This design comes from an exercise in tuning for small area, a short achievable clock period and few clock cycles per item on the open sky130 flow, not from production work. The RTL was checked by simulation tests, not by an equivalence proof against the original design. Power is estimated from default activity; no workload was simulated.

**flow/config.mk**
```make
export PLATFORM = sky130hd
export DESIGN_NAME = glade_div
export DESIGN_NICKNAME = glade_div
export VERILOG_FILES = /design/flow/design.v
export SDC_FILE = /design/flow/constraint.sdc
export NUM_CORES = 4
export LEC_CHECK = 0
export CAP_MARGIN = 20
export CORE_MARGIN = 2
export CORE_UTILIZATION = 40
export PLACE_DENSITY = 0.6
export SLEW_MARGIN = 20
```
**flow/run.sh**
```bash
#!/bin/bash
# synth_recipe.tcl (not shown) runs the flow's synth.tcl, then flattens the netlist and writes it again
# the make line also repeats each setting of config.mk as NAME=value (left out here)
make -C /OpenROAD-flow-scripts/flow DESIGN_CONFIG=/design/flow/config.mk WORK_HOME=/design/flow/orfs CLKGATE_MAP_FILE= SYNTH_SCRIPT=/design/flow/synth_recipe.tcl finish
```
**flow/constraint.sdc**
```tcl
create_clock -name core_clock -period 5.0 [get_ports {clk}]
set_input_delay 1.0000 -clock core_clock [delete_from_list [all_inputs] [get_ports {clk}]]
set_output_delay 1.0000 -clock core_clock [all_outputs]
set_load 0.01 [all_outputs]
```
**flow/design.v**
```verilog
module glade_div (
    input  wire        clk,
    input  wire        rst,
    input  wire        start,
    input  wire [1:0]  op,
    input  wire [63:0] a,
    input  wire [63:0] b,
    output wire        ready,
    output wire        done,
    output reg  [63:0] result
);
    localparam [1:0] S_IDLE = 2'd0,
                     S_RUN  = 2'd1,
                     S_FIX  = 2'd2,
                     S_DONE = 2'd3;
    reg [1:0]  state;
    reg [6:0]  count;
    reg        want_rem;      
    reg        neg_q;         
    reg        neg_r;         
    reg        div_zero;      
    reg [63:0] a_orig;        
    reg [63:0] divisor;       
    reg [63:0] quo;           
    reg [63:0] rem;           
    wire is_signed = op[0];
    wire a_neg     = is_signed & a[63];
    wire b_neg     = is_signed & b[63];
    wire [63:0] a_mag = a_neg ? (~a + 64'd1) : a;
    wire [63:0] b_mag = b_neg ? (~b + 64'd1) : b;
    wire [64:0] rem_shift = {rem, quo[63]};
    wire [64:0] diff      = rem_shift - {1'b0, divisor};
    wire        fits      = ~diff[64];
    wire [63:0] rem_next  = fits ? diff[63:0] : rem_shift[63:0];
    wire [63:0] quo_next  = {quo[62:0], fits};
    wire accept = start & ready;
    assign ready = (state == S_IDLE) | (state == S_DONE);
    assign done  = (state == S_DONE);
    always @(posedge clk) begin
        if (rst) begin
            state <= S_IDLE;
        end else begin
            case (state)
                S_IDLE, S_DONE: begin
                    if (accept) state <= S_RUN;
                    else        state <= S_IDLE;
                end
                S_RUN: begin
                    if (count == 7'd1) state <= S_FIX;
                end
                S_FIX: begin
                    state <= S_DONE;
                end
                default: state <= S_IDLE;
            endcase
        end
    end
    always @(posedge clk) begin
        if (accept) begin
            want_rem <= op[1];
            neg_q    <= a_neg ^ b_neg;
            neg_r    <= a_neg;
            div_zero <= (b == 64'd0);
            a_orig   <= a;
            divisor  <= b_mag;
            quo      <= a_mag;
            rem      <= 64'd0;
            count    <= 7'd64;
        end else if (state == S_RUN) begin
            quo      <= quo_next;
            rem      <= rem_next;
            count    <= count - 7'd1;
        end
    end
    always @(posedge clk) begin
        if (state == S_FIX) begin
            if (div_zero)
                result <= want_rem ? a_orig : 64'hFFFF_FFFF_FFFF_FFFF;
            else if (want_rem)
                result <= neg_r ? (~rem + 64'd1) : rem;
            else
                result <= neg_q ? (~quo + 64'd1) : quo;
        end
    end
endmodule
```
==> summary.txt <==
clock share of power=19.7%; Peak supply drop=0.352 mV; hold depth=2; ys flop type=edfxtp_1; total gr overflow=0; top cell type's share of synthesized area=35.0%; Req. time, crit path=5300 ps; die area=between 50000 and 60000 sq um; crit-path cells=clkdlybuf4s50_1, or4_1, nor3_1, nand4_1, nor4_1, buf_4, nand2_1, nor4_2, nand2_1, or4_1, o41ai_1, xnor2_1; post-CTS sizing=0; Hold Path End=count[0]; Worst path max stage delay=approximately 560 ps; Mapped Avg Cell Area=9.01 sq um; Worst Tran Pin Value=1060 ps; critical path peak fanout=8; Hold Crit Start=count[0]; Initial Util=40.5%; CP arrival=4700 ps; global-route wire length before repair=108 mm; path type of the worst min-delay path=flop to flop; gr usage total=24.3%; reg2reg end=result[63]; Net Count, Synth=2681; DR iter-0 viols=between 1000 and 1500; number of library cell types mapped by synthesis=78; internal power=0.00852 W; Pwr Density=562 nW/um^2; FILL cells=5323; Setup crit end kind=flop; post-route ant nets=0; status=no timing/DRC/antenna violations; Pleak=9.67 nW; sw power=0.00625 W; Finish-stage setup viols=0; Sw Share=between 40% and 50%; Sequential Power Share=35.0%; Worst-Skew Late Latency=580 ps; Rows=86; post-synthesis sequential area ratio=41.6%; Final Hold Viols=0; unrepaired setup endpoints after global routing=false; Slew HR=29.1%; commonest cells in the netlist=edfxtp_1 (260), nand2_1 (228), a21oi_1 (214); # Post-CTS Setup Buffers=0; r2r worst-path depth=10; Max Freq=227 MHz; core footprint=55100 sq um; DP Wirelength=52.8 mm; Yosys warning count=1; pin count of the biggest net entering global routing=96; largest cells by area after synthesis=edfxtp_1 (35%), xnor2_1 (6.6%), dfxtp_1 (6.6%); post-synthesis async set-or-reset flop share=0%; Root Buffer Master=clkbuf_16; Comb power frac=45.2%; Post-Synthesis Cells=2474; gp weighted congestion=~0.9; buffer depth of the longest clock path=3; number of CTS-inserted buffers=39; number of global-route vias before repair=19200; Max-cap violations=0; Mapped Area=~22000 sq um; drt via density=5.71; Reg clk slew, reported paths=roughly 60 ps; total number of vias=19300; CTS tree=built; reg2reg start=quo[23]; type of origin of the critical path=primary input; Post-Route Setup TNS=0 ps; drt first pass iters=7; # IOs=199; start-to-end type of the worst setup path=primary input to flop; fraction of layout instances using a drive strength above 1=4.74%; Die Ht=240 um; Tmin final=4400 ps; PortBufs=198; Die X-Extent=240 um; drt total wl=70.2 mm; worst hold margin=503 ps; final net count=2812; period utilization=about 90%; Synth Register Bits=333; Synth area leader=edfxtp_1; DRC viols=0; H-tree levels=2; flop2flop setup slack=750 ps; P&R area growth vs syn=17.9%; CTS sink count=roughly 330; dominant cell by count in the synthesized netlist=edfxtp_1; Post-synth EDFFs=260; diode count=0; CP max-delay cell=or4_1; number of antenna violations at the first check in global routing=0; drt wl/cell=20.8 um; Hold-fix buffers, CTS=0; final setup skew=28.2 ps; Slew Viols, Final=0
how the worst max path moves through the flow:
| stage | from | end | cells past startpoint |
|---|---|---|---|
| floorplan | start | quo[1] | 6 |
| global placement | b[10] | divisor[60] | 12 |
| detailed placement | b[9] | divisor[60] | 12 |
| CTS | b[9] | divisor[60] | 12 |
| global route | b[9] | divisor[60] | 12 |
| finish | b[9] | divisor[60] | 12 |
area by class of cell:
cell class | count | area, sq um | area share, %
clock buffers | 48 | 1020 | 3.88
clock inverters | 23 | 256 | 0.975
inverters | 111 | 422 | 1.60
multi-input cells | 1887 | 12100 | 46.0
flip-flops and latches | 333 | 9270 | 35.2
well taps | 748 | 936 | 3.56
repair buffers | 233 | 2310 | 8.77
kinds of logic (layout without fill, tap and decap cells):
kind of cell | after synthesis | after routing | synth area share (%)
AOI/OAI and AO/OA | 746 | 746 | 20.6
adders and majority gates | 74 | 74 | 4.19
buffers and inverters | 254 | 415 | 4.30
xor gates and xnor gates | 296 | 296 | 11.6
and+or+nand+nor | 727 | 727 | 15.7
DFF | 333 | 333 | 41.6
muxes | 44 | 44 | 1.98
per-stage QoR:
step	setup WS (ps)	power [W]	instances	utilization [%]	instance area [sq um]
finish	603	0.0148	3383	47.7	26300
global placement	148	0.0118	3312	45.4	25000
floorplan	896	0.00953	2474	-	22300
global route	324	0.0157	3383	47.7	26300
detailed placement	45.1	0.0119	3312	45.4	25000
CTS	650	0.0148	3383	47.7	26300
worst max-delay path, delay by kind of cell:
family / cells / cell delay (ps)
xor gates and xnor gates: 1 / 120
AOI/OAI and AO/OA: 1 / 430
buffers and inverters: 2 / 670
and+or+nand+nor: 8 / 2470
power groups by stage:
| stage | combinational [W] | clock, W | sequential, W |
|---|---|---|---|
| 2_1_floorplan | 0.00455 | 0 | 0.00498 |
| 3_3_place_gp | 0.00660 | 0 | 0.00519 |
| 3_5_place_dp | 0.00665 | 0 | 0.00521 |
| 4_1_cts | 0.00669 | 0.00298 | 0.00516 |
| 5_1_grt | 0.00737 | 0.00309 | 0.00528 |
| 6_report | 0.00668 | 0.00291 | 0.00517 |
routing by layer:
metal	GRT usage, %	routed length (um)	vias up
li1	-	-	9352
met1	29.5	29100	9277
met2	43.9	35700	542
met3	2.66	2970	131
met4	9.13	2470	0
met5	0	0	-
cell usage in the layout (no fill, tap or decap), types with 20 or more instances in the layout:
cell	netlist	routed
inv_1	110	108
o41ai_1	26	26
a211oi_1	35	35
o22ai_1	23	23
mux2i_1	43	43
o31ai_1	55	55
nor4_1	28	28
o21ai_0	211	211
clkdlybuf4s50_1	0	198
ha_1	73	71
a21oi_1	214	214
or3_1	38	38
clkbuf_16	0	39
nand2b_1	20	20
a22oi_1	45	45
nor3_1	52	52
nor2_1	190	189
nand2_1	228	226
nand4_1	35	35
a21o_1	30	30
dfxtp_1	73	73
buf_4	1	30
edfxtp_1	260	260
a31oi_1	23	23
or4_1	25	25
xnor2_1	167	167
xor2_1	129	129
nand3_1	38	38
sequential cells by signal, summed over array words and instances, names as in the netlist:
signal    count
state         2
div_zero      1
a_orig       64
neg_r         1
divisor      64
want_rem      1
result       64
rem          64
count         7
quo          64
neg_q         1
Testbench counts, summed over its fixed seeds: cycles 158,400, items 2,400.

static timing again, ports no longer ideal:
Ports are ideal in the flow. The routed layout listed here was re-timed in OpenROAD.
Step 1 (the two cells are an assumption about what drives the block):
set clk [get_ports {clk}]
set_driving_cell -lib_cell sky130_fd_sc_hd__clkbuf_16 $clk
set_driving_cell -lib_cell sky130_fd_sc_hd__buf_2 [delete_from_list [all_inputs] $clk]
Step 2, shift: input delay + t, output delay - t, t = (earliest + latest rising clock arrival at the registers) / 2. This alone moves slack from input paths to output paths.
a / b / c = no drivers / after step 1 / after step 2; a / b = the first two.
t, ns: 0.625
slack for setup (ns): 0.603 / 0.634 / 0.009
worst setup path after step 2: input to register
slew at the worst register clock pin (ns): 0.06 / 0.06
After both steps setup and hold are still met in this run. The setup slack of this run moves by +0.031 ns with the drivers and by -0.594 ns with both steps.
